Context: an optimization exercise on an open-source flow, tuned for small area, a short achievable clock period and few clock cycles per item. The choices shown serve that exercise and are no tape-out recipe.
No run shown here included a check of the RTL's function; only the layout flow was run.

## flow/flow/run.sh

```bash
#!/bin/bash
# Own flow: the standard layout (standard synthesis unchanged), with
#  - port buffers of sky130_fd_sc_hd__buf_2 instead of the automatically chosen cell;
set -euo pipefail
bash standard.sh \
  "SETUP_SLACK_MARGIN=${FLOW_SETUP_MARGIN:-9.5}" \
  "BUFFER_PORTS_ARGS=-buffer_cell sky130_fd_sc_hd__buf_2" \
  finish > standard_make.log 2>&1
```

## flow/standard.sh

```bash
#!/bin/bash
# synth_recipe.tcl (not shown) runs the flow's synth.tcl, then flattens the netlist and writes it again
# the make line also repeats each setting of config.mk as NAME=value (left out here)
make -C /OpenROAD-flow-scripts/flow DESIGN_CONFIG=/design/flow/config.mk WORK_HOME=/design/flow/orfs CLKGATE_MAP_FILE= SYNTH_SCRIPT=/design/flow/synth_recipe.tcl "${@:-finish}"
```

## flow/config.mk

```make
export PLATFORM = sky130hd
export DESIGN_NAME = dx_ecc
export DESIGN_NICKNAME = dx_ecc
export VERILOG_FILES = /design/flow/design.v
export SDC_FILE = /design/flow/constraint.sdc
export NUM_CORES = 4
export LEC_CHECK = 0
export CAP_MARGIN = 20
export CORE_MARGIN = 2
export CORE_UTILIZATION = 60
export CTS_BUF_LIST = sky130_fd_sc_hd__clkbuf_4 sky130_fd_sc_hd__clkbuf_8
export CTS_CLUSTER_DIAMETER = 80
export CTS_CLUSTER_SIZE = 16
export SLEW_MARGIN = 20
```

## flow/constraint.sdc

```tcl
create_clock -name core_clock -period 14.0 [get_ports {clk}]
set_input_delay 2.8000 -clock core_clock [delete_from_list [all_inputs] [get_ports {clk}]]
set_output_delay 2.8000 -clock core_clock [all_outputs]
set_load 0.01 [all_outputs]
```

## flow/design.v

```verilog
module dx_ecc (
    input  wire        clk,
    input  wire        rst,
    input  wire        in_valid,
    output wire        in_ready,
    input  wire        in_op,
    input  wire [63:0] in_data,
    input  wire [15:0] in_check,
    output reg         out_valid,
    output reg  [63:0] out_data,
    output reg  [15:0] out_check,
    output reg  [2:0]  out_status
);
    assign in_ready = 1'b1;
    function automatic [12:0] gf_pmul(input [6:0] a, input [6:0] b);
        integer i, j;
        begin
            gf_pmul = 13'd0;
            for (i = 0; i < 7; i = i + 1)
                for (j = 0; j < 7; j = j + 1)
                    gf_pmul[i + j] = gf_pmul[i + j] ^ (a[i] & b[j]);
        end
    endfunction
    function automatic [6:0] gf_mul(input [6:0] a, input [6:0] b);
        reg [12:0] p;
        integer i;
        begin
            p = 13'd0;
            for (i = 0; i < 7; i = i + 1)
                if (b[i]) p = p ^ ({6'd0, a} << i);
            for (i = 12; i >= 7; i = i - 1)
                if (p[i]) p = p ^ (13'h89 << (i - 7));
            gf_mul = p[6:0];
        end
    endfunction
    localparam [127:0] GF_INV3_T0 = 128'h85171f397d3521e1ec0715d9c155d956;
    localparam [127:0] GF_INV3_T1 = 128'h077bca8c40edde83cfa9b8fae20590f0;
    localparam [127:0] GF_INV3_T2 = 128'hd3d8a3c4b729aac8883ed3b1ef77e000;
    localparam [127:0] GF_INV3_T3 = 128'h9d7459fd639529fbdb72e2c062284688;
    localparam [127:0] GF_INV3_T4 = 128'h76d02a17ab13d34bf22b331b534913bc;
    localparam [127:0] GF_INV3_T5 = 128'h7a55ce6bcde0f5c45424a2b9e9a25f80;
    localparam [127:0] GF_INV3_T6 = 128'h4ae285f65b8d65a17edf971ddc8880a0;
    function automatic [6:0] gf_inv3(input [6:0] x);
        begin
            gf_inv3[0] = GF_INV3_T0[x];
            gf_inv3[1] = GF_INV3_T1[x];
            gf_inv3[2] = GF_INV3_T2[x];
            gf_inv3[3] = GF_INV3_T3[x];
            gf_inv3[4] = GF_INV3_T4[x];
            gf_inv3[5] = GF_INV3_T5[x];
            gf_inv3[6] = GF_INV3_T6[x];
        end
    endfunction
    localparam [127:0] IN_SET_T0 = 128'h341efc53e5ef0f6366edbbb9ab551f7e;
    function automatic [0:0] in_set(input [6:0] x);
        begin
            in_set[0] = IN_SET_T0[x];
        end
    endfunction
    function automatic [6:0] gf_sq(input [6:0] x);
        begin
            gf_sq[0] = ^(x & 7'h01);
            gf_sq[1] = ^(x & 7'h50);
            gf_sq[2] = ^(x & 7'h02);
            gf_sq[3] = ^(x & 7'h20);
            gf_sq[4] = ^(x & 7'h54);
            gf_sq[5] = ^(x & 7'h40);
            gf_sq[6] = ^(x & 7'h28);
        end
    endfunction
    function automatic [6:0] gf_cube(input [6:0] x);
        begin
            gf_cube[0] = x[0] ^ x[5] ^ (x[1] & x[3]) ^ (x[2] & x[3]) ^ (x[2] & x[6]) ^ (x[3] & x[4]) ^ (x[3] & x[5]) ^ (x[3] & x[6]) ^ (x[4] & x[5]) ^ (x[4] & x[6]);
            gf_cube[1] = x[4] ^ x[5] ^ (x[0] & x[1]) ^ (x[0] & x[4]) ^ (x[0] & x[6]) ^ (x[1] & x[6]) ^ (x[2] & x[3]) ^ (x[2] & x[4]) ^ (x[2] & x[5]) ^ (x[4] & x[6]) ^ (x[5] & x[6]);
            gf_cube[2] = x[3] ^ (x[0] & x[1]) ^ (x[0] & x[2]) ^ (x[1] & x[4]) ^ (x[1] & x[6]) ^ (x[2] & x[5]) ^ (x[3] & x[5]) ^ (x[4] & x[5]) ^ (x[4] & x[6]);
            gf_cube[3] = x[1] ^ x[5] ^ x[6] ^ (x[0] & x[3]) ^ (x[0] & x[5]) ^ (x[1] & x[3]) ^ (x[2] & x[3]) ^ (x[2] & x[4]) ^ (x[2] & x[6]) ^ (x[3] & x[5]) ^ (x[3] & x[6]) ^ (x[5] & x[6]);
            gf_cube[4] = x[4] ^ x[6] ^ (x[0] & x[2]) ^ (x[0] & x[6]) ^ (x[1] & x[2]) ^ (x[1] & x[5]) ^ (x[1] & x[6]) ^ (x[2] & x[3]) ^ (x[2] & x[4]) ^ (x[2] & x[5]) ^ (x[3] & x[4]) ^ (x[3] & x[5]) ^ (x[3] & x[6]) ^ (x[4] & x[6]) ^ (x[5] & x[6]);
            gf_cube[5] = x[3] ^ x[4] ^ (x[0] & x[5]) ^ (x[0] & x[6]) ^ (x[1] & x[2]) ^ (x[1] & x[3]) ^ (x[1] & x[4]) ^ (x[1] & x[6]) ^ (x[3] & x[5]) ^ (x[3] & x[6]) ^ (x[4] & x[5]) ^ (x[5] & x[6]);
            gf_cube[6] = x[2] ^ x[6] ^ (x[0] & x[3]) ^ (x[0] & x[5]) ^ (x[0] & x[6]) ^ (x[1] & x[4]) ^ (x[1] & x[6]) ^ (x[2] & x[4]) ^ (x[3] & x[4]) ^ (x[3] & x[5]) ^ (x[4] & x[6]);
        end
    endfunction
    function automatic [6:0] gf_ht(input [6:0] x);
        begin
            gf_ht[0] = ^(x & 7'h00);
            gf_ht[1] = ^(x & 7'h5c);
            gf_ht[2] = ^(x & 7'h58);
            gf_ht[3] = ^(x & 7'h60);
            gf_ht[4] = ^(x & 7'h16);
            gf_ht[5] = ^(x & 7'h68);
            gf_ht[6] = ^(x & 7'h48);
        end
    endfunction
    function automatic [6:0] gf_ht13(input [12:0] x);
        begin
            gf_ht13[0] = ^(x & 13'h0000);
            gf_ht13[1] = ^(x & 13'h13dc);
            gf_ht13[2] = ^(x & 13'h11d8);
            gf_ht13[3] = ^(x & 13'h1660);
            gf_ht13[4] = ^(x & 13'h0a16);
            gf_ht13[5] = ^(x & 13'h1ae8);
            gf_ht13[6] = ^(x & 13'h08c8);
        end
    endfunction
    function automatic [6:0] pois_lin(input [6:0] x);
        begin
            pois_lin[0] = ^(x & 7'h1c);
            pois_lin[1] = ^(x & 7'h33);
            pois_lin[2] = ^(x & 7'h12);
            pois_lin[3] = ^(x & 7'h2c);
            pois_lin[4] = ^(x & 7'h3b);
            pois_lin[5] = ^(x & 7'h2b);
            pois_lin[6] = ^(x & 7'h13);
        end
    endfunction
    wire [0:0] v_0;
    reg  [0:0] v_1;
    reg  [0:0] v_2;
    wire [0:0] op_0;
    reg  [0:0] op_1;
    wire [63:0] d_0;
    reg  [63:0] d_1;
    reg  [63:0] d_2;
    wire [15:0] c_0;
    reg  [15:0] c_1;
    wire [6:0] s1_0;
    reg  [6:0] s1_1;
    reg  [6:0] s1_2;
    wire [6:0] s3_0;
    reg  [6:0] s3_1;
    wire [0:0] q_0;
    reg  [0:0] q_1;
    wire [0:0] p1_0;
    reg  [0:0] p1_1;
    wire [0:0] s15_0;
    reg  [0:0] s15_1;
    wire [14:0] cb_1;
    reg  [14:0] cb_2;
    wire [6:0] e_1;
    wire [6:0] i3_1;
    wire [6:0] z_1;
    reg  [6:0] z_2;
    wire [0:0] a1_1;
    reg  [0:0] a1_2;
    wire [0:0] a2_1;
    reg  [0:0] a2_2;
    wire [0:0] a3_1;
    reg  [0:0] a3_2;
    wire [0:0] b1_1;
    reg  [0:0] b1_2;
    wire [0:0] b2_1;
    reg  [0:0] b2_2;
    wire [0:0] cl_1;
    reg  [0:0] cl_2;
    wire [0:0] pz_1;
    reg  [0:0] pz_2;
    wire [0:0] e78_1;
    reg  [0:0] e78_2;
    wire [6:0] x1_2;
    wire [6:0] x2_2;
    wire [0:0] in1_2;
    wire [0:0] in2_2;
    wire [0:0] corr_2;
    wire [0:0] keep_2;
    wire [2:0] st_2;
    wire [77:0] hit_2;
    wire [63:0] od_2;
    reg  [63:0] od_3;
    wire [14:0] oc_2;
    reg  [14:0] oc_3;
    wire [2:0] ost_2;
    reg  [2:0] ost_3;
    wire [0:0] ov_2;
    reg  [0:0] ov_3;
    generate if (1) begin : g_in
        assign v_0 = in_valid;
        assign op_0 = in_op;
        assign d_0 = in_data;
        assign c_0 = in_check;
    end endgenerate
    generate if (1) begin : g_S
        wire [275:0] xt;
        assign xt[0] = d_0[10] ^ d_0[61];
        assign xt[1] = d_0[11] ^ d_0[62];
        assign xt[2] = d_0[3] ^ d_0[19];
        assign xt[3] = d_0[6] ^ d_0[58];
        assign xt[4] = d_0[9] ^ d_0[43];
        assign xt[5] = d_0[37] ^ d_0[38];
        assign xt[6] = d_0[44] ^ xt[0];
        assign xt[7] = d_0[5] ^ d_0[53];
        assign xt[8] = d_0[13] ^ d_0[42];
        assign xt[9] = d_0[16] ^ d_0[23];
        assign xt[10] = d_0[24] ^ d_0[36];
        assign xt[11] = d_0[45] ^ d_0[59];
        assign xt[12] = d_0[46] ^ d_0[60];
        assign xt[13] = d_0[1] ^ d_0[12];
        assign xt[14] = d_0[2] ^ d_0[25];
        assign xt[15] = d_0[4] ^ d_0[52];
        assign xt[16] = d_0[7] ^ d_0[41];
        assign xt[17] = d_0[14] ^ d_0[17];
        assign xt[18] = d_0[26] ^ d_0[47];
        assign xt[19] = d_0[20] ^ xt[1];
        assign xt[20] = d_0[35] ^ xt[9];
        assign xt[21] = d_0[54] ^ xt[3];
        assign xt[22] = d_0[57] ^ xt[4];
        assign xt[23] = d_0[15] ^ d_0[18];
        assign xt[24] = d_0[34] ^ d_0[39];
        assign xt[25] = d_0[48] ^ c_0[9];
        assign xt[26] = d_0[55] ^ d_0[63];
        assign xt[27] = d_0[8] ^ xt[8];
        assign xt[28] = d_0[32] ^ xt[2];
        assign xt[29] = d_0[33] ^ xt[5];
        assign xt[30] = c_0[7] ^ xt[10];
        assign xt[31] = c_0[8] ^ xt[14];
        assign xt[32] = d_0[31] ^ xt[6];
        assign xt[33] = d_0[0] ^ d_0[22];
        assign xt[34] = d_0[21] ^ d_0[27];
        assign xt[35] = d_0[40] ^ c_0[13];
        assign xt[36] = d_0[28] ^ xt[12];
        assign xt[37] = d_0[29] ^ xt[24];
        assign xt[38] = d_0[49] ^ xt[17];
        assign xt[39] = d_0[51] ^ xt[7];
        assign xt[40] = d_0[56] ^ xt[11];
        assign xt[41] = c_0[10] ^ xt[18];
        assign xt[42] = xt[16] ^ xt[26];
        assign xt[43] = d_0[30] ^ xt[22];
        assign xt[44] = c_0[11] ^ xt[30];
        assign xt[45] = xt[13] ^ xt[29];
        assign xt[46] = xt[15] ^ xt[21];
        assign xt[47] = xt[20] ^ xt[27];
        assign xt[48] = d_0[50] ^ xt[23];
        assign xt[49] = c_0[5] ^ xt[42];
        assign xt[50] = c_0[12] ^ xt[31];
        assign xt[51] = xt[19] ^ xt[25];
        assign xt[52] = c_0[6] ^ xt[47];
        assign xt[53] = xt[32] ^ xt[39];
        assign xt[54] = xt[33] ^ xt[46];
        assign xt[55] = xt[41] ^ xt[51];
        assign xt[56] = c_0[4] ^ xt[35];
        assign xt[57] = d_0[58] ^ xt[28];
        assign xt[58] = d_0[63] ^ xt[38];
        assign xt[59] = xt[6] ^ xt[48];
        assign xt[60] = xt[34] ^ xt[37];
        assign xt[61] = c_0[3] ^ xt[44];
        assign xt[62] = xt[1] ^ xt[43];
        assign xt[63] = xt[40] ^ xt[50];
        assign xt[64] = d_0[0] ^ d_0[48];
        assign xt[65] = d_0[4] ^ d_0[28];
        assign xt[66] = d_0[9] ^ d_0[23];
        assign xt[67] = d_0[11] ^ d_0[25];
        assign xt[68] = d_0[12] ^ d_0[15];
        assign xt[69] = d_0[19] ^ c_0[7];
        assign xt[70] = d_0[26] ^ d_0[59];
        assign xt[71] = d_0[32] ^ d_0[40];
        assign xt[72] = d_0[33] ^ d_0[61];
        assign xt[73] = d_0[41] ^ d_0[42];
        assign xt[74] = d_0[34] ^ xt[12];
        assign xt[75] = d_0[37] ^ xt[17];
        assign xt[76] = d_0[45] ^ xt[34];
        assign xt[77] = d_0[47] ^ xt[10];
        assign xt[78] = d_0[51] ^ xt[0];
        assign xt[79] = c_0[0] ^ xt[7];
        assign xt[80] = c_0[8] ^ xt[13];
        assign xt[81] = c_0[9] ^ xt[67];
        assign xt[82] = c_0[13] ^ xt[2];
        assign xt[83] = xt[4] ^ xt[73];
        assign xt[84] = xt[35] ^ xt[68];
        assign xt[85] = d_0[38] ^ xt[36];
        assign xt[86] = c_0[1] ^ xt[36];
        assign xt[87] = c_0[2] ^ xt[28];
        assign xt[88] = c_0[4] ^ xt[19];
        assign xt[89] = xt[5] ^ xt[20];
        assign xt[90] = xt[11] ^ xt[79];
        assign xt[91] = xt[21] ^ xt[77];
        assign xt[92] = d_0[5] ^ xt[60];
        assign xt[93] = d_0[29] ^ xt[45];
        assign xt[94] = d_0[57] ^ xt[57];
        assign xt[95] = d_0[62] ^ xt[32];
        assign xt[96] = xt[18] ^ xt[59];
        assign xt[97] = xt[22] ^ xt[58];
        assign xt[98] = xt[43] ^ xt[49];
        assign xt[99] = xt[44] ^ xt[75];
        assign xt[100] = xt[45] ^ xt[65];
        assign xt[101] = xt[49] ^ xt[80];
        assign xt[102] = d_0[24] ^ xt[63];
        assign xt[103] = d_0[27] ^ xt[52];
        assign xt[104] = d_0[36] ^ xt[54];
        assign xt[105] = d_0[39] ^ xt[53];
        assign xt[106] = xt[38] ^ xt[54];
        assign xt[107] = xt[52] ^ xt[53];
        assign xt[108] = xt[55] ^ xt[61];
        assign xt[109] = xt[56] ^ xt[107];
        assign xt[110] = d_0[1] ^ d_0[27];
        assign xt[111] = d_0[61] ^ xt[64];
        assign xt[112] = xt[71] ^ xt[110];
        assign xt[113] = xt[36] ^ xt[42];
        assign xt[114] = xt[111] ^ xt[112];
        assign xt[115] = xt[47] ^ xt[90];
        assign xt[116] = xt[113] ^ xt[114];
        assign xt[117] = xt[62] ^ xt[99];
        assign xt[118] = xt[115] ^ xt[116];
        assign xt[119] = xt[117] ^ xt[118];
        assign xt[120] = d_0[8] ^ d_0[56];
        assign xt[121] = xt[23] ^ xt[120];
        assign xt[122] = xt[83] ^ xt[121];
        assign xt[123] = xt[50] ^ xt[58];
        assign xt[124] = xt[86] ^ xt[91];
        assign xt[125] = xt[122] ^ xt[93];
        assign xt[126] = xt[95] ^ xt[123];
        assign xt[127] = xt[124] ^ xt[125];
        assign xt[128] = xt[126] ^ xt[127];
        assign xt[129] = d_0[7] ^ d_0[16];
        assign xt[130] = c_0[13] ^ xt[5];
        assign xt[131] = xt[8] ^ xt[11];
        assign xt[132] = xt[14] ^ xt[25];
        assign xt[133] = xt[26] ^ xt[129];
        assign xt[134] = xt[37] ^ xt[130];
        assign xt[135] = xt[131] ^ xt[132];
        assign xt[136] = xt[133] ^ xt[87];
        assign xt[137] = xt[134] ^ xt[135];
        assign xt[138] = xt[62] ^ xt[96];
        assign xt[139] = xt[136] ^ xt[137];
        assign xt[140] = xt[138] ^ xt[139];
        assign xt[141] = d_0[20] ^ d_0[49];
        assign xt[142] = d_0[55] ^ d_0[56];
        assign xt[143] = c_0[10] ^ xt[8];
        assign xt[144] = xt[16] ^ xt[66];
        assign xt[145] = xt[70] ^ xt[141];
        assign xt[146] = xt[142] ^ xt[143];
        assign xt[147] = xt[144] ^ xt[145];
        assign xt[148] = xt[146] ^ xt[147];
        assign xt[149] = xt[61] ^ xt[94];
        assign xt[150] = xt[100] ^ xt[148];
        assign xt[151] = xt[105] ^ xt[149];
        assign xt[152] = xt[150] ^ xt[151];
        assign xt[153] = d_0[10] ^ d_0[14];
        assign xt[154] = d_0[43] ^ d_0[50];
        assign xt[155] = d_0[57] ^ d_0[60];
        assign xt[156] = c_0[11] ^ xt[71];
        assign xt[157] = xt[153] ^ xt[154];
        assign xt[158] = xt[155] ^ xt[27];
        assign xt[159] = xt[29] ^ xt[156];
        assign xt[160] = xt[157] ^ xt[46];
        assign xt[161] = xt[88] ^ xt[158];
        assign xt[162] = xt[159] ^ xt[92];
        assign xt[163] = xt[160] ^ xt[161];
        assign xt[164] = xt[102] ^ xt[162];
        assign xt[165] = xt[163] ^ xt[164];
        assign xt[166] = d_0[3] ^ d_0[14];
        assign xt[167] = d_0[21] ^ d_0[22];
        assign xt[168] = d_0[35] ^ d_0[44];
        assign xt[169] = c_0[12] ^ xt[3];
        assign xt[170] = xt[24] ^ xt[70];
        assign xt[171] = xt[72] ^ xt[166];
        assign xt[172] = xt[167] ^ xt[168];
        assign xt[173] = xt[39] ^ xt[81];
        assign xt[174] = xt[84] ^ xt[169];
        assign xt[175] = xt[170] ^ xt[171];
        assign xt[176] = xt[172] ^ xt[85];
        assign xt[177] = xt[173] ^ xt[174];
        assign xt[178] = xt[175] ^ xt[98];
        assign xt[179] = xt[176] ^ xt[177];
        assign xt[180] = xt[178] ^ xt[179];
        assign xt[181] = d_0[60] ^ xt[16];
        assign xt[182] = xt[37] ^ xt[40];
        assign xt[183] = xt[41] ^ xt[84];
        assign xt[184] = xt[181] ^ xt[182];
        assign xt[185] = xt[183] ^ xt[95];
        assign xt[186] = xt[184] ^ xt[103];
        assign xt[187] = xt[104] ^ xt[185];
        assign xt[188] = xt[186] ^ xt[187];
        assign xt[189] = c_0[5] ^ xt[72];
        assign xt[190] = xt[28] ^ xt[30];
        assign xt[191] = xt[83] ^ xt[189];
        assign xt[192] = xt[90] ^ xt[190];
        assign xt[193] = xt[191] ^ xt[55];
        assign xt[194] = xt[192] ^ xt[106];
        assign xt[195] = xt[193] ^ xt[194];
        assign xt[196] = d_0[0] ^ d_0[17];
        assign xt[197] = xt[196] ^ xt[40];
        assign xt[198] = xt[82] ^ xt[88];
        assign xt[199] = xt[89] ^ xt[91];
        assign xt[200] = xt[197] ^ xt[101];
        assign xt[201] = xt[198] ^ xt[199];
        assign xt[202] = xt[105] ^ xt[200];
        assign xt[203] = xt[201] ^ xt[202];
        assign xt[204] = d_0[12] ^ d_0[13];
        assign xt[205] = d_0[52] ^ d_0[54];
        assign xt[206] = xt[9] ^ xt[204];
        assign xt[207] = xt[205] ^ xt[31];
        assign xt[208] = xt[82] ^ xt[206];
        assign xt[209] = xt[85] ^ xt[207];
        assign xt[210] = xt[208] ^ xt[92];
        assign xt[211] = xt[97] ^ xt[209];
        assign xt[212] = xt[108] ^ xt[210];
        assign xt[213] = xt[211] ^ xt[212];
        assign xt[214] = d_0[52] ^ c_0[1];
        assign xt[215] = c_0[6] ^ xt[33];
        assign xt[216] = xt[66] ^ xt[214];
        assign xt[217] = xt[74] ^ xt[76];
        assign xt[218] = xt[81] ^ xt[215];
        assign xt[219] = xt[216] ^ xt[57];
        assign xt[220] = xt[217] ^ xt[218];
        assign xt[221] = xt[96] ^ xt[99];
        assign xt[222] = xt[101] ^ xt[219];
        assign xt[223] = xt[220] ^ xt[221];
        assign xt[224] = xt[222] ^ xt[223];
        assign xt[225] = d_0[18] ^ d_0[21];
        assign xt[226] = d_0[41] ^ d_0[47];
        assign xt[227] = xt[12] ^ xt[15];
        assign xt[228] = xt[25] ^ xt[225];
        assign xt[229] = xt[226] ^ xt[31];
        assign xt[230] = xt[227] ^ xt[228];
        assign xt[231] = xt[229] ^ xt[230];
        assign xt[232] = xt[94] ^ xt[231];
        assign xt[233] = xt[232] ^ xt[109];
        assign xt[234] = d_0[2] ^ d_0[55];
        assign xt[235] = c_0[3] ^ c_0[12];
        assign xt[236] = xt[7] ^ xt[69];
        assign xt[237] = xt[234] ^ xt[235];
        assign xt[238] = xt[56] ^ xt[74];
        assign xt[239] = xt[236] ^ xt[237];
        assign xt[240] = xt[59] ^ xt[89];
        assign xt[241] = xt[238] ^ xt[239];
        assign xt[242] = xt[62] ^ xt[240];
        assign xt[243] = xt[241] ^ xt[104];
        assign xt[244] = xt[242] ^ xt[243];
        assign xt[245] = d_0[22] ^ d_0[46];
        assign xt[246] = d_0[53] ^ c_0[2];
        assign xt[247] = xt[23] ^ xt[69];
        assign xt[248] = xt[245] ^ xt[246];
        assign xt[249] = xt[78] ^ xt[247];
        assign xt[250] = xt[248] ^ xt[249];
        assign xt[251] = xt[55] ^ xt[100];
        assign xt[252] = xt[250] ^ xt[102];
        assign xt[253] = xt[103] ^ xt[251];
        assign xt[254] = xt[252] ^ xt[253];
        assign xt[255] = d_0[2] ^ d_0[7];
        assign xt[256] = xt[2] ^ xt[3];
        assign xt[257] = xt[15] ^ xt[64];
        assign xt[258] = xt[255] ^ xt[19];
        assign xt[259] = xt[76] ^ xt[78];
        assign xt[260] = xt[256] ^ xt[257];
        assign xt[261] = xt[258] ^ xt[259];
        assign xt[262] = xt[260] ^ xt[93];
        assign xt[263] = xt[97] ^ xt[261];
        assign xt[264] = xt[262] ^ xt[263];
        assign xt[265] = c_0[0] ^ c_0[14];
        assign xt[266] = xt[265] ^ xt[48];
        assign xt[267] = xt[45] ^ xt[60];
        assign xt[268] = xt[86] ^ xt[87];
        assign xt[269] = xt[266] ^ xt[63];
        assign xt[270] = xt[98] ^ xt[267];
        assign xt[271] = xt[268] ^ xt[106];
        assign xt[272] = xt[108] ^ xt[269];
        assign xt[273] = xt[270] ^ xt[109];
        assign xt[274] = xt[271] ^ xt[272];
        assign xt[275] = xt[273] ^ xt[274];
        assign s1_0[0] = xt[119];
        assign s1_0[1] = xt[128];
        assign s1_0[2] = xt[140];
        assign s1_0[3] = xt[152];
        assign s1_0[4] = xt[165];
        assign s1_0[5] = xt[180];
        assign s1_0[6] = xt[188];
        assign s3_0[0] = xt[195];
        assign s3_0[1] = xt[203];
        assign s3_0[2] = xt[213];
        assign s3_0[3] = xt[224];
        assign s3_0[4] = xt[233];
        assign s3_0[5] = xt[244];
        assign s3_0[6] = xt[254];
        assign q_0 = xt[264];
        assign p1_0 = xt[275];
        assign s15_0 = c_0[15];
    end endgenerate
    generate if (1) begin : g_cb
        wire [13:0] rd;
        wire [40:0] xr;
        assign xr[0] = s1_1[0] ^ s3_1[0];
        assign xr[1] = s1_1[1] ^ s3_1[3];
        assign xr[2] = s1_1[2] ^ s3_1[6];
        assign xr[3] = s1_1[3] ^ s1_1[5];
        assign xr[4] = xr[1] ^ xr[2];
        assign xr[5] = s1_1[4] ^ s1_1[6];
        assign xr[6] = s3_1[1] ^ s3_1[5];
        assign xr[7] = s3_1[2] ^ xr[0];
        assign xr[8] = s3_1[4] ^ xr[5];
        assign xr[9] = xr[3] ^ xr[4];
        assign xr[10] = s1_1[6] ^ xr[1];
        assign xr[11] = s3_1[2] ^ xr[6];
        assign xr[12] = s3_1[5] ^ xr[0];
        assign xr[13] = s1_1[3] ^ xr[4];
        assign xr[14] = xr[0] ^ xr[8];
        assign xr[15] = xr[6] ^ xr[9];
        assign xr[16] = s3_1[0] ^ s3_1[5];
        assign xr[17] = xr[2] ^ xr[3];
        assign xr[18] = xr[5] ^ xr[16];
        assign xr[19] = xr[17] ^ xr[18];
        assign xr[20] = s3_1[3] ^ xr[2];
        assign xr[21] = xr[11] ^ xr[20];
        assign xr[22] = s1_1[2] ^ s1_1[5];
        assign xr[23] = xr[22] ^ xr[14];
        assign xr[24] = xr[3] ^ xr[10];
        assign xr[25] = xr[3] ^ xr[12];
        assign xr[26] = s1_1[5] ^ s3_1[4];
        assign xr[27] = s3_1[5] ^ xr[26];
        assign xr[28] = xr[7] ^ xr[27];
        assign xr[29] = xr[10] ^ xr[11];
        assign xr[30] = xr[3] ^ xr[7];
        assign xr[31] = xr[8] ^ xr[30];
        assign xr[32] = xr[7] ^ xr[13];
        assign xr[33] = s1_1[4] ^ xr[12];
        assign xr[34] = xr[13] ^ xr[33];
        assign xr[35] = s1_1[4] ^ s3_1[1];
        assign xr[36] = xr[35] ^ xr[7];
        assign xr[37] = xr[9] ^ xr[36];
        assign xr[38] = xr[14] ^ xr[15];
        assign xr[39] = s3_1[2] ^ xr[8];
        assign xr[40] = xr[9] ^ xr[39];
        assign rd[0] = xr[19];
        assign rd[1] = xr[21];
        assign rd[2] = xr[23];
        assign rd[3] = xr[24];
        assign rd[4] = xr[25];
        assign rd[5] = xr[15];
        assign rd[6] = xr[28];
        assign rd[7] = xr[29];
        assign rd[8] = xr[31];
        assign rd[9] = xr[32];
        assign rd[10] = xr[34];
        assign rd[11] = xr[37];
        assign rd[12] = xr[38];
        assign rd[13] = xr[40];
        assign cb_1 = op_1 ? c_1[14:0] : {q_1, rd ^ c_1[13:0]};
    end endgenerate
    generate if (1) begin : g_E
        assign e_1 = gf_cube(s1_1) ^ s3_1;
        assign i3_1 = gf_inv3(s1_1);
    end endgenerate
    generate if (1) begin : g_K
        wire [12:0] kp = gf_pmul(s3_1, i3_1);
        assign z_1 = gf_ht13(kp);
        wire t0 = ^(kp & 13'h0881);
        wire ez = (e_1 == 7'd0);
        wire s1z = (s1_1 == 7'd0);
        wire szero = s1z && ez;
        assign a1_1 = op_1 && !s1z && ez && p1_1 && !s15_1;
        assign a2_1 = op_1 && !s1z && ez && (p1_1 == s15_1);
        assign a3_1 = op_1 && !s1z && !ez && t0 && !p1_1 && !s15_1;
        assign b1_1 = op_1 && szero && (p1_1 ^ s15_1);
        assign b2_1 = op_1 && szero && p1_1 && s15_1;
        assign cl_1 = !op_1 || (szero && !p1_1 && !s15_1);
        assign e78_1 = p1_1 ^ (ez && !szero);
        wire [6:0] ts1 = s1_1 ^ 7'h40;
        wire tz = (ts1 == 7'd0) && (e_1 == 7'h12);
        wire ts = in_set(ts1) && (e_1 == (pois_lin(s1_1) ^ 7'h12));
        wire [1:0] tp = {s15_1, p1_1} ^ 2'd2;
        assign pz_1 = (tz && (tp != 2'd3)) || (ts && (tp == 2'd1));
    end endgenerate
    generate if (1) begin : g_X
        assign x1_2 = gf_mul(s1_2, z_2);
        assign x2_2 = x1_2 ^ s1_2;
        assign in1_2 = in_set(x1_2);
        assign in2_2 = in_set(x2_2);
    end endgenerate
    generate if (1) begin : g_st
        wire one = b1_2 || (a1_2 && in2_2);
        wire two = b2_2 || (a2_2 && in2_2) || (a3_2 && in1_2 && in2_2);
        assign st_2 = cl_2 ? 3'd0 : one ? 3'd1 : two ? 3'd2 : pz_2 ? 3'd3 : 3'd4;
        assign corr_2 = one || two;
        assign keep_2 = cl_2 || one || two;
    end endgenerate
    generate if (1) begin : g_hit
        assign hit_2[0] = (x1_2 == 7'h01) || (x2_2 == 7'h01);
        assign hit_2[1] = (x1_2 == 7'h02) || (x2_2 == 7'h02);
        assign hit_2[2] = (x1_2 == 7'h04) || (x2_2 == 7'h04);
        assign hit_2[3] = (x1_2 == 7'h08) || (x2_2 == 7'h08);
        assign hit_2[4] = (x1_2 == 7'h10) || (x2_2 == 7'h10);
        assign hit_2[5] = (x1_2 == 7'h20) || (x2_2 == 7'h20);
        assign hit_2[6] = (x1_2 == 7'h40) || (x2_2 == 7'h40);
        assign hit_2[7] = (x1_2 == 7'h09) || (x2_2 == 7'h09);
        assign hit_2[8] = (x1_2 == 7'h12) || (x2_2 == 7'h12);
        assign hit_2[9] = (x1_2 == 7'h24) || (x2_2 == 7'h24);
        assign hit_2[10] = (x1_2 == 7'h48) || (x2_2 == 7'h48);
        assign hit_2[11] = (x1_2 == 7'h19) || (x2_2 == 7'h19);
        assign hit_2[12] = (x1_2 == 7'h32) || (x2_2 == 7'h32);
        assign hit_2[13] = (x1_2 == 7'h64) || (x2_2 == 7'h64);
        assign hit_2[14] = (x1_2 == 7'h41) || (x2_2 == 7'h41);
        assign hit_2[15] = (x1_2 == 7'h0b) || (x2_2 == 7'h0b);
        assign hit_2[16] = (x1_2 == 7'h16) || (x2_2 == 7'h16);
        assign hit_2[17] = (x1_2 == 7'h2c) || (x2_2 == 7'h2c);
        assign hit_2[18] = (x1_2 == 7'h58) || (x2_2 == 7'h58);
        assign hit_2[19] = (x1_2 == 7'h39) || (x2_2 == 7'h39);
        assign hit_2[20] = (x1_2 == 7'h72) || (x2_2 == 7'h72);
        assign hit_2[21] = (x1_2 == 7'h6d) || (x2_2 == 7'h6d);
        assign hit_2[22] = (x1_2 == 7'h53) || (x2_2 == 7'h53);
        assign hit_2[23] = (x1_2 == 7'h2f) || (x2_2 == 7'h2f);
        assign hit_2[24] = (x1_2 == 7'h5e) || (x2_2 == 7'h5e);
        assign hit_2[25] = (x1_2 == 7'h35) || (x2_2 == 7'h35);
        assign hit_2[26] = (x1_2 == 7'h6a) || (x2_2 == 7'h6a);
        assign hit_2[27] = (x1_2 == 7'h5d) || (x2_2 == 7'h5d);
        assign hit_2[28] = (x1_2 == 7'h33) || (x2_2 == 7'h33);
        assign hit_2[29] = (x1_2 == 7'h66) || (x2_2 == 7'h66);
        assign hit_2[30] = (x1_2 == 7'h45) || (x2_2 == 7'h45);
        assign hit_2[31] = (x1_2 == 7'h03) || (x2_2 == 7'h03);
        assign hit_2[32] = (x1_2 == 7'h06) || (x2_2 == 7'h06);
        assign hit_2[33] = (x1_2 == 7'h0c) || (x2_2 == 7'h0c);
        assign hit_2[34] = (x1_2 == 7'h18) || (x2_2 == 7'h18);
        assign hit_2[35] = (x1_2 == 7'h30) || (x2_2 == 7'h30);
        assign hit_2[36] = (x1_2 == 7'h60) || (x2_2 == 7'h60);
        assign hit_2[37] = (x1_2 == 7'h49) || (x2_2 == 7'h49);
        assign hit_2[38] = (x1_2 == 7'h1b) || (x2_2 == 7'h1b);
        assign hit_2[39] = (x1_2 == 7'h36) || (x2_2 == 7'h36);
        assign hit_2[40] = (x1_2 == 7'h6c) || (x2_2 == 7'h6c);
        assign hit_2[41] = (x1_2 == 7'h51) || (x2_2 == 7'h51);
        assign hit_2[42] = (x1_2 == 7'h2b) || (x2_2 == 7'h2b);
        assign hit_2[43] = (x1_2 == 7'h56) || (x2_2 == 7'h56);
        assign hit_2[44] = (x1_2 == 7'h25) || (x2_2 == 7'h25);
        assign hit_2[45] = (x1_2 == 7'h4a) || (x2_2 == 7'h4a);
        assign hit_2[46] = (x1_2 == 7'h1d) || (x2_2 == 7'h1d);
        assign hit_2[47] = (x1_2 == 7'h3a) || (x2_2 == 7'h3a);
        assign hit_2[48] = (x1_2 == 7'h74) || (x2_2 == 7'h74);
        assign hit_2[49] = (x1_2 == 7'h61) || (x2_2 == 7'h61);
        assign hit_2[50] = (x1_2 == 7'h4b) || (x2_2 == 7'h4b);
        assign hit_2[51] = (x1_2 == 7'h1f) || (x2_2 == 7'h1f);
        assign hit_2[52] = (x1_2 == 7'h3e) || (x2_2 == 7'h3e);
        assign hit_2[53] = (x1_2 == 7'h7c) || (x2_2 == 7'h7c);
        assign hit_2[54] = (x1_2 == 7'h71) || (x2_2 == 7'h71);
        assign hit_2[55] = (x1_2 == 7'h6b) || (x2_2 == 7'h6b);
        assign hit_2[56] = (x1_2 == 7'h5f) || (x2_2 == 7'h5f);
        assign hit_2[57] = (x1_2 == 7'h37) || (x2_2 == 7'h37);
        assign hit_2[58] = (x1_2 == 7'h6e) || (x2_2 == 7'h6e);
        assign hit_2[59] = (x1_2 == 7'h55) || (x2_2 == 7'h55);
        assign hit_2[60] = (x1_2 == 7'h23) || (x2_2 == 7'h23);
        assign hit_2[61] = (x1_2 == 7'h46) || (x2_2 == 7'h46);
        assign hit_2[62] = (x1_2 == 7'h05) || (x2_2 == 7'h05);
        assign hit_2[63] = (x1_2 == 7'h0a) || (x2_2 == 7'h0a);
        assign hit_2[64] = (x1_2 == 7'h14) || (x2_2 == 7'h14);
        assign hit_2[65] = (x1_2 == 7'h28) || (x2_2 == 7'h28);
        assign hit_2[66] = (x1_2 == 7'h50) || (x2_2 == 7'h50);
        assign hit_2[67] = (x1_2 == 7'h29) || (x2_2 == 7'h29);
        assign hit_2[68] = (x1_2 == 7'h52) || (x2_2 == 7'h52);
        assign hit_2[69] = (x1_2 == 7'h2d) || (x2_2 == 7'h2d);
        assign hit_2[70] = (x1_2 == 7'h5a) || (x2_2 == 7'h5a);
        assign hit_2[71] = (x1_2 == 7'h3d) || (x2_2 == 7'h3d);
        assign hit_2[72] = (x1_2 == 7'h7a) || (x2_2 == 7'h7a);
        assign hit_2[73] = (x1_2 == 7'h7d) || (x2_2 == 7'h7d);
        assign hit_2[74] = (x1_2 == 7'h73) || (x2_2 == 7'h73);
        assign hit_2[75] = (x1_2 == 7'h6f) || (x2_2 == 7'h6f);
        assign hit_2[76] = (x1_2 == 7'h57) || (x2_2 == 7'h57);
        assign hit_2[77] = (x1_2 == 7'h27) || (x2_2 == 7'h27);
    end endgenerate
    generate if (1) begin : g_out
        assign od_2 = corr_2 ? (d_2 ^ hit_2[77:14]) : (d_2 & {64{keep_2}});
        assign oc_2 = corr_2 ? (cb_2 ^ {e78_2, hit_2[13:0]}) : (cb_2 & {15{keep_2}});
        assign ost_2 = st_2;
        assign ov_2 = v_2;
    end endgenerate
    always @(posedge clk) begin
        v_1 <= rst ? 1'b0 : v_0;
        v_2 <= rst ? 1'b0 : v_1;
        op_1 <= op_0;
        d_1 <= d_0;
        d_2 <= d_1;
        c_1 <= c_0;
        s1_1 <= s1_0;
        s1_2 <= s1_1;
        s3_1 <= s3_0;
        q_1 <= q_0;
        p1_1 <= p1_0;
        s15_1 <= s15_0;
        cb_2 <= cb_1;
        z_2 <= z_1;
        a1_2 <= a1_1;
        a2_2 <= a2_1;
        a3_2 <= a3_1;
        b1_2 <= b1_1;
        b2_2 <= b2_1;
        cl_2 <= cl_1;
        pz_2 <= pz_1;
        e78_2 <= e78_1;
        od_3 <= od_2;
        oc_3 <= oc_2;
        ost_3 <= ost_2;
        ov_3 <= rst ? 1'b0 : ov_2;
    end
    always @* begin
        out_valid  = ov_3;
        out_data   = od_3;
        out_check  = {1'b0, oc_3};
        out_status = ost_3;
    end
endmodule
```

==> impl_metrics.ini, run 1 <==
[placement]
dpl.hpwl_um = 38400
port_buffers = 166
gp_congestion = 1.03
dp_slack_ns = 8.32
place_inst = 2195

[floorplan]
io_pins = 169
initial_core_util_pct = 60.8
die-area_mm2 = 0.0284
die_w_um = 169
core_mm2 = 0.0267
rows = 60
die_y_um = 169

[detailed_routing]
drt_iter0_drc = 1868
via_per_inst = 6.25
drc = 0
wl_per_cell_um = 23.2
drt_pass1_iterations = 6
wl_um = 52300
vias = 14100
postRouteAntennaNets = 0

[synth]
synth-seq-area-share_pct = 34.8
synth_seq_cells = 282
ys_warn_count = 1
syn_avg_cell_area_um2 = 9.16
syn_inst = 1773
synth_ff_type = dfxtp_1
synth_edf_count = 0
synth.net_count = 1891
syn_area_mm2 = 0.0162
ys_async_sr_fraction_pct = 0
synthDistinctLibCells = 74

[cts]
clk_latency_ns = 0.55
clkTransAtPathRegs_ns = 0.11
cts_buffers = 22
numClockSinks = 282
clk_path_buf_depth = 3
cts_tree = yes
cts_max_level = 1
root_buffer = clkbuf_8

[timing]
relSlewSlack_pct = 47.7
setup_tns_ns = 0
fmax_ghz = 0.227
setup_viol = 0
period_share_pct = 31.5
worst_pin_slew_ns = 0.779
clock_skew_ns = 0.0507
slew_viol_final = 0
layout_setup_ws_ns = 9.59
rsz0062_at_grt = false
period_needed_ns = 4.41
hold_violations = 0

[setup_path]
crit_chain = nand2_1 > xor2_2 > xnor2_2 > xnor3_2 > inv_1 > ha_1 > or3_1 > a32o_1 > o2111ai_2 > o311ai_4 > a311o_2 > buf_12 > nor2_4 > buf_4 > buf_12 > a211o_1
ff2ff_setup_slack_ns = 9.59
cp_num_cells = 16
r2r_cells = 16
cp.required_ns = 14.46
cpPeakStageDelay_ns = 0.46
path_max_fanout = 41
cpMostUsedCell = buf_12
regToRegEndpoint = od_3[15]
arrival_ns = 4.88
critPathKind = flop to flop
crit_slowest_cell = dfxtp_4
critPathTopFamily = compound AO/OA/AOI/OAI gates
critPathCaptureType = flop
cp_num_buf_inv = 4
reg2reg_from = s1_2[4]
critPathLaunchType = flop

[finish]
postLayoutCoreUtil_pct = 67.8
final_common_cell = xnor2_1
syn2layout_area_growth_pct = 11.6
fin_cells = 2250
antenna_cells = 0
mostFrequentLayoutCells = xnor2_1, dfxtp_1, nand2_1
nNetsFinal = 2025
drive_above_1_share_pct = 16.2

[grt]
use_met2_pct = 54.0
grt_pass1_vias = 12700
grt_usage_pct = 35.0
grtUsageMet1_pct = 52.5
grt-ovfl-total = 0
antenna_found_initial = 0
grt-busiest-layer = met2
use_met3_pct = 4.02
grt_pass1_wl_um = 76600
grt_max_degree = 83

[worst_hold_path]
hp-start = d_1[19]
holdPathStages = 0
min_path_type = flop to flop
hold_end = d_2[19]

[outcome]
outcome = timing/DRC/antenna clean

[job]
maxCapViolCount = 0
-- worst max path at each step --
stage	start	to	slack [ns]
after floorplan	s1_2[2]	oc_3[10]	9.55
after global placement	s1_2[3]	od_3[2]	8.57
after detailed placement	s1_2[3]	od_3[39]	8.32
after CTS	s1_2[3]	od_3[15]	9.49
after global routing	z_2[1]	od_3[15]	9.47
final	s1_2[4]	od_3[15]	9.59
-- final cells by class --
| class | count | area, um2 |
|---|---|---|
| well taps | 341 | 427 |
| clock inverters | 3 | 30.0 |
| inverters | 18 | 67.6 |
| clock buffers | 23 | 317 |
| flip-flops and latches | 282 | 5680 |
| multi-input cells | 1372 | 10300 |
| fillers | 2192 | 8610 |
| repair buffers | 211 | 1280 |
-- per-stage QoR --
step | instance area (um2) | hold WS, ns
detailed placement | 17200 | 0.312
global placement | 17200 | 0.311
global route | 18100 | 0.317
floorplan | 16200 | 0.310
finish | 18100 | 0.295
CTS | 17700 | 0.302
-- cell usage after synthesis, drive strengths merged, types with 8 or more instances --
cell type / count / area share (%)
and2: 9 / 0.35
a21oi: 31 / 0.96
clkbuf: 51 / 1.2
a31oi: 11 / 0.42
a211oi: 12 / 0.55
o21ai: 31 / 0.96
nor2: 72 / 1.7
a311oi: 12 / 0.69
nand3: 19 / 0.59
nor3: 97 / 3.0
nand2b: 21 / 0.81
inv: 16 / 0.37
o311ai: 8 / 0.43
nor2b: 16 / 0.62
buf: 50 / 1.7
xor2: 111 / 6.0
a211o: 75 / 4.0
nand2: 170 / 3.9
o22a: 69 / 3.7
xnor3: 10 / 1.4
dfxtp: 282 / 35
ha: 34 / 2.6
xnor2: 365 / 20
mux2: 13 / 0.90
o211ai: 12 / 0.55
and3: 77 / 3.0
-- logic make-up after synthesis --
| kind of cell | share of synthesized area [%] |
|---|---|
| flops | 34.8 |
| compound gates | 15.1 |
| xor+xnor | 27.5 |
| other cells | 0.0462 |
| simple gates | 15.4 |
| fa+ha+maj | 2.62 |
| buf+inv | 3.31 |
| mux | 1.35 |
-- layer usage --
metal  part of all wire [%]  wire length (um)
met1                     43             22600
met2                     44             22900
met3                     10              5260
met4                    3.0              1550
met5                      0                 0
-- worst register-to-register path, cell delays in order, from the launching register on --
cell and delay (ns):
dfxtp_4 0.46, nand2_1 0.12, xor2_2 0.21, xnor2_2 0.28, xnor3_2 0.44, inv_1 0.16
ha_1 0.28, or3_1 0.38, a32o_1 0.27, o2111ai_2 0.23, o311ai_4 0.19, a311o_2 0.46
buf_12 0.19, nor2_4 0.20, buf_4 0.15, buf_12 0.15, a211o_1 0.16
-- registers in the layout, summed over array words and instances, names as in the netlist, 3 cells and up --
register / cells
c_1: 15
s1_1: 7
cb_2: 15
z_2: 6
d_2: 64
s3_1: 7
ost_3: 3
od_3: 64
s1_2: 7
oc_3: 15
d_1: 64
-- what timing repair did --
action | 4_1_cts | 5_1_grt
gates resized for setup | 26 | 44
pin swaps | 2 | 12
gates cloned | 0 | 3
buffers inserted | 2 | 24
endpoints found under the setup margin | 85 | 85
hold buffers | 0 | 0
==> run 2: changes to the inputs <==
--- a/flow/design.v
+++ b/flow/design.v
@@ -179,4 +179,5 @@
     end endgenerate
     generate if (1) begin : g_S
+        wire [13:0] cg = c_0[13:0] & {14{op_0}};
         wire [275:0] xt;
         assign xt[0] = d_0[10] ^ d_0[61];
@@ -205,15 +206,15 @@
         assign xt[23] = d_0[15] ^ d_0[18];
         assign xt[24] = d_0[34] ^ d_0[39];
-        assign xt[25] = d_0[48] ^ c_0[9];
+        assign xt[25] = d_0[48] ^ cg[9];
         assign xt[26] = d_0[55] ^ d_0[63];
         assign xt[27] = d_0[8] ^ xt[8];
         assign xt[28] = d_0[32] ^ xt[2];
         assign xt[29] = d_0[33] ^ xt[5];
-        assign xt[30] = c_0[7] ^ xt[10];
-        assign xt[31] = c_0[8] ^ xt[14];
+        assign xt[30] = cg[7] ^ xt[10];
+        assign xt[31] = cg[8] ^ xt[14];
         assign xt[32] = d_0[31] ^ xt[6];
         assign xt[33] = d_0[0] ^ d_0[22];
         assign xt[34] = d_0[21] ^ d_0[27];
-        assign xt[35] = d_0[40] ^ c_0[13];
+        assign xt[35] = d_0[40] ^ cg[13];
         assign xt[36] = d_0[28] ^ xt[12];
         assign xt[37] = d_0[29] ^ xt[24];
@@ -221,25 +222,25 @@
         assign xt[39] = d_0[51] ^ xt[7];
         assign xt[40] = d_0[56] ^ xt[11];
-        assign xt[41] = c_0[10] ^ xt[18];
+        assign xt[41] = cg[10] ^ xt[18];
         assign xt[42] = xt[16] ^ xt[26];
         assign xt[43] = d_0[30] ^ xt[22];
-        assign xt[44] = c_0[11] ^ xt[30];
+        assign xt[44] = cg[11] ^ xt[30];
         assign xt[45] = xt[13] ^ xt[29];
         assign xt[46] = xt[15] ^ xt[21];
         assign xt[47] = xt[20] ^ xt[27];
         assign xt[48] = d_0[50] ^ xt[23];
-        assign xt[49] = c_0[5] ^ xt[42];
-        assign xt[50] = c_0[12] ^ xt[31];
+        assign xt[49] = cg[5] ^ xt[42];
+        assign xt[50] = cg[12] ^ xt[31];
         assign xt[51] = xt[19] ^ xt[25];
-        assign xt[52] = c_0[6] ^ xt[47];
+        assign xt[52] = cg[6] ^ xt[47];
         assign xt[53] = xt[32] ^ xt[39];
         assign xt[54] = xt[33] ^ xt[46];
         assign xt[55] = xt[41] ^ xt[51];
-        assign xt[56] = c_0[4] ^ xt[35];
+        assign xt[56] = cg[4] ^ xt[35];
         assign xt[57] = d_0[58] ^ xt[28];
         assign xt[58] = d_0[63] ^ xt[38];
         assign xt[59] = xt[6] ^ xt[48];
         assign xt[60] = xt[34] ^ xt[37];
-        assign xt[61] = c_0[3] ^ xt[44];
+        assign xt[61] = cg[3] ^ xt[44];
         assign xt[62] = xt[1] ^ xt[43];
         assign xt[63] = xt[40] ^ xt[50];
@@ -249,5 +250,5 @@
         assign xt[67] = d_0[11] ^ d_0[25];
         assign xt[68] = d_0[12] ^ d_0[15];
-        assign xt[69] = d_0[19] ^ c_0[7];
+        assign xt[69] = d_0[19] ^ cg[7];
         assign xt[70] = d_0[26] ^ d_0[59];
         assign xt[71] = d_0[32] ^ d_0[40];
@@ -259,14 +260,14 @@
         assign xt[77] = d_0[47] ^ xt[10];
         assign xt[78] = d_0[51] ^ xt[0];
-        assign xt[79] = c_0[0] ^ xt[7];
-        assign xt[80] = c_0[8] ^ xt[13];
-        assign xt[81] = c_0[9] ^ xt[67];
-        assign xt[82] = c_0[13] ^ xt[2];
+        assign xt[79] = cg[0] ^ xt[7];
+        assign xt[80] = cg[8] ^ xt[13];
+        assign xt[81] = cg[9] ^ xt[67];
+        assign xt[82] = cg[13] ^ xt[2];
         assign xt[83] = xt[4] ^ xt[73];
         assign xt[84] = xt[35] ^ xt[68];
         assign xt[85] = d_0[38] ^ xt[36];
-        assign xt[86] = c_0[1] ^ xt[36];
-        assign xt[87] = c_0[2] ^ xt[28];
-        assign xt[88] = c_0[4] ^ xt[19];
+        assign xt[86] = cg[1] ^ xt[36];
+        assign xt[87] = cg[2] ^ xt[28];
+        assign xt[88] = cg[4] ^ xt[19];
         assign xt[89] = xt[5] ^ xt[20];
         assign xt[90] = xt[11] ^ xt[79];
@@ -310,5 +311,5 @@
         assign xt[128] = xt[126] ^ xt[127];
         assign xt[129] = d_0[7] ^ d_0[16];
-        assign xt[130] = c_0[13] ^ xt[5];
+        assign xt[130] = cg[13] ^ xt[5];
         assign xt[131] = xt[8] ^ xt[11];
         assign xt[132] = xt[14] ^ xt[25];
@@ -323,5 +324,5 @@
         assign xt[141] = d_0[20] ^ d_0[49];
         assign xt[142] = d_0[55] ^ d_0[56];
-        assign xt[143] = c_0[10] ^ xt[8];
+        assign xt[143] = cg[10] ^ xt[8];
         assign xt[144] = xt[16] ^ xt[66];
         assign xt[145] = xt[70] ^ xt[141];
@@ -336,5 +337,5 @@
         assign xt[154] = d_0[43] ^ d_0[50];
         assign xt[155] = d_0[57] ^ d_0[60];
-        assign xt[156] = c_0[11] ^ xt[71];
+        assign xt[156] = cg[11] ^ xt[71];
         assign xt[157] = xt[153] ^ xt[154];
         assign xt[158] = xt[155] ^ xt[27];
@@ -349,5 +350,5 @@
         assign xt[167] = d_0[21] ^ d_0[22];
         assign xt[168] = d_0[35] ^ d_0[44];
-        assign xt[169] = c_0[12] ^ xt[3];
+        assign xt[169] = cg[12] ^ xt[3];
         assign xt[170] = xt[24] ^ xt[70];
         assign xt[171] = xt[72] ^ xt[166];
@@ -369,5 +370,5 @@
         assign xt[187] = xt[104] ^ xt[185];
         assign xt[188] = xt[186] ^ xt[187];
-        assign xt[189] = c_0[5] ^ xt[72];
+        assign xt[189] = cg[5] ^ xt[72];
         assign xt[190] = xt[28] ^ xt[30];
         assign xt[191] = xt[83] ^ xt[189];
@@ -394,6 +395,6 @@
         assign xt[212] = xt[108] ^ xt[210];
         assign xt[213] = xt[211] ^ xt[212];
-        assign xt[214] = d_0[52] ^ c_0[1];
-        assign xt[215] = c_0[6] ^ xt[33];
+        assign xt[214] = d_0[52] ^ cg[1];
+        assign xt[215] = cg[6] ^ xt[33];
         assign xt[216] = xt[66] ^ xt[214];
         assign xt[217] = xt[74] ^ xt[76];
@@ -415,5 +416,5 @@
         assign xt[233] = xt[232] ^ xt[109];
         assign xt[234] = d_0[2] ^ d_0[55];
-        assign xt[235] = c_0[3] ^ c_0[12];
+        assign xt[235] = cg[3] ^ cg[12];
         assign xt[236] = xt[7] ^ xt[69];
         assign xt[237] = xt[234] ^ xt[235];
@@ -426,5 +427,5 @@
         assign xt[244] = xt[242] ^ xt[243];
         assign xt[245] = d_0[22] ^ d_0[46];
-        assign xt[246] = d_0[53] ^ c_0[2];
+        assign xt[246] = d_0[53] ^ cg[2];
         assign xt[247] = xt[23] ^ xt[69];
         assign xt[248] = xt[245] ^ xt[246];
@@ -445,5 +446,5 @@
         assign xt[263] = xt[97] ^ xt[261];
         assign xt[264] = xt[262] ^ xt[263];
-        assign xt[265] = c_0[0] ^ c_0[14];
+        assign xt[265] = cg[0] ^ c_0[14];
         assign xt[266] = xt[265] ^ xt[48];
         assign xt[267] = xt[45] ^ xt[60];
@@ -532,5 +533,5 @@
         assign rd[12] = xr[38];
         assign rd[13] = xr[40];
-        assign cb_1 = op_1 ? c_1[14:0] : {q_1, rd ^ c_1[13:0]};
+        assign cb_1 = op_1 ? c_1[14:0] : {q_1, rd};
     end endgenerate
     generate if (1) begin : g_E
--- a/flow/config.mk
+++ b/flow/config.mk
@@ -10,5 +10,3 @@
 export CORE_UTILIZATION = 60
 export CTS_BUF_LIST = sky130_fd_sc_hd__clkbuf_4 sky130_fd_sc_hd__clkbuf_8
-export CTS_CLUSTER_DIAMETER = 80
-export CTS_CLUSTER_SIZE = 16
 export SLEW_MARGIN = 20
==> impl_metrics.ini, run 2 <==
[setup_path]
arrival_ns = 4.85
critPathKind = input pin to flop
critPathCaptureType = flop
critPathLaunchType = input pin
path_max_fanout = 4
cp-startpoint = in_data[24]
r2r_cells = 16
reg2reg_from = z_2[4]
cp.required_ns = 14.42

[finish]
reg_top3 = d_1 (64), d_2 (64), od_3 (64)
drive_above_1_share_pct = 18.4
final_common_cell = xnor2_1
antenna_cells = 0
nNetsFinal = 2144
mostFrequentLayoutCells = xnor2_1, dfxtp_1, nand2_1
fillers = 2307
syn2layout_area_growth_pct = 13.4
fin_cells = 2436
final_area_mm2 = 0.0194

[detailed_routing]
drt_iter0_drc = 2184
postRouteAntennaNets = 0
wl_per_cell_um = 22.6
vias = 15000
drt_pass1_iterations = 8
drc = 0
via_per_inst = 6.17
wl_um = 55100

[floorplan]
die-area_mm2 = 0.0299
initial_core_util_pct = 61.2
rows = 61
die_y_um = 173
core_mm2 = 0.0279
io_pins = 169
die_w_um = 173

[cts]
cts_buffers = 44
clk_latency_ns = 0.56
root_buffer = clkbuf_8
clkTransAtPathRegs_ns = 0.06
cts_tree = yes
clk_path_buf_depth = 3
numClockSinks = 282
cts_max_level = 2

[timing]
period_share_pct = 31.6
hold_violations = 0
slew_viol_final = 0
relSlewSlack_pct = 31.0
fmax_ghz = 0.226
clock_skew_ns = 0.0253
period_needed_ns = 4.43
setup_tns_ns = 0
worst_pin_slew_ns = 1.03
rsz0062_at_grt = true
setup_viol = 0

[synth]
ys_warn_count = 1
synth.net_count = 2021
synthDistinctLibCells = 82
synth.most_common_cell = xnor2_1
ys_async_sr_fraction_pct = 0
syn_area_mm2 = 0.0171
synth_edf_count = 0
yosysTopAreaCellShare_pct = 33.0
synth_ff_type = dfxtp_1
synth_seq_cells = 282
synth_area_leader_cell = dfxtp_1
synth-seq-area-share_pct = 33.0
synth_area_leaders = dfxtp_1, xnor2_1, xor2_1, nand2_1, o221ai_1
synth.top_cells.by_count = xnor2_1, dfxtp_1, nand2_1
syn_inst = 1903
syn_avg_cell_area_um2 = 8.98

[placement]
place_inst = 2346
dpl.hpwl_um = 40400
port_buffers = 166
gp_congestion = 1.03
dpl-instance-area_mm2 = 0.0180

[grt]
grt-ovfl-total = 0
grt_usage_pct = 35.6
grt_pass1_vias = 13900
grt_pass1_wl_um = 83300
grt_max_degree = 85
antenna_found_initial = 0

[outcome]
outcome = timing/DRC/antenna clean

[worst_hold_path]
min_path_type = flop to flop
hp-start = d_1[29]
holdPathStages = 0

[job]
maxCapViolCount = 0
## run 2: cell count changes in the layout (fill, tap and decap cells not counted), moves of 33 or more
cell / before / now
o22a_1: 69 / 5
o221ai_1: 5 / 82
nand2_1: 169 / 211
a211o_1: 75 / 3
nor3_1: 96 / 31
o22ai_1: 3 / 36
and3_1: 77 / 14
or4_1: 0 / 47
inv_1: 15 / 100
## run 2: per-layer routing
metal / wire, um / global-route usage [%] / vias up
met5: 0 / 0 / -
met2: 24200 / 55.3 / 905
met3: 5470 / 6.02 / 129
met4: 1980 / 11.9 / 0
met1: 23400 / 50.4 / 7075
li1: - / - / 6921
## run 2: critical path: stages
cell and delay, ns:
buf_2 0.17, xnor2_1 0.70, xnor2_1 0.16, xnor2_1 0.17, xnor2_1 0.26, xnor2_1 0.14, xnor2_1 0.15, xnor2_1 0.29
## run 2: timing repair
| action | in CTS | in global routing |
|---|---|---|
| setup endpoints to repair | 87 | 86 |
| hold endpoints to repair | 0 | 0 |
| resized for setup | 30 | 33 |
| hold buffers | 0 | 0 |
| buffers inserted | 3 | 7 |
| pin swaps | 2 | 6 |
| cloned | 1 | 1 |
## run 2: final cells by class
class	instances	area (um2)	area share, %
Multi-Input combinational cell	1408	10800	55.9
Sequential cell	282	5660	29.2
Timing Repair Buffer	189	1060	5.47
Clock buffer	66	827	4.26
Tap cell	378	473	2.44
Inverter	101	380	1.96
Clock inverter	12	156	0.806
## run 2: path summary, 6_finish.rpt
check / end / slack [ns]
worst min register to register: d_2[29] / 0.32
worst max-delay path: s3_1[3] / 9.57
worst max register to register: oc_3[9] / 9.60
worst min-delay path: d_2[29] / 0.32
## run 2: through the flow
stage	setup WS, ns	hold slack (ns)	utilization [%]
global route	9.46	0.325	69.4
finish	9.57	0.322	69.4
CTS	9.49	0.325	68.5
global placement	8.11	0.310	64.4
floorplan	9.57	0.310	-
detailed placement	7.94	0.312	64.4
## run 2: logic make-up (layout without fill, tap and decap cells)
| logic type | count (synthesis) | count (layout) | synth area share (%) |
|---|---|---|---|
| compound gates | 343 | 344 | 15.4 |
| flops | 282 | 282 | 33.0 |
| xor+xnor | 475 | 476 | 26.4 |
| fa+ha+maj | 34 | 34 | 2.49 |
| buf+inv | 215 | 368 | 5.26 |
| other cells | 2 | 2 | 0.0439 |
| simple gates | 522 | 522 | 15.3 |
| mux | 30 | 30 | 2.01 |

## static timing again, ports no longer ideal
How much do the figures lean on ideal ports? The routed layouts below were timed once more, with nothing changed but the port constraints. Step 1: set_driving_cell puts a clkbuf_16 on clk and a buf_2 on each other input, an assumption about the parent block. Step 2 also shifts input and output timing later by t, the mid clock arrival at the registers, as if the neighbouring blocks saw the same clock. Slacks: ideal / step 1 / step 2; pairs: ideal / step 1.
| run | shift t [ns] | setup WS [ns] | hold WS [ns] | worst data-port slew with drivers (ns) | pins driven straight from the clock port |
|---|---|---|---|---|---|
| run 1 | 0.579 | 9.586 / 9.586 / 9.085 | 0.295 / 0.295 / 0.295 | 0.03 | 1 |
| run 2 | 0.592 | 9.572 / 9.597 / 9.008 | 0.322 / 0.322 / 0.322 | 0.04 | 1 |
After both steps every run listed still meets setup and hold. The setup slack of run 2, which loses most, moves by +0.025 ns with the drivers and by -0.564 ns with both steps.
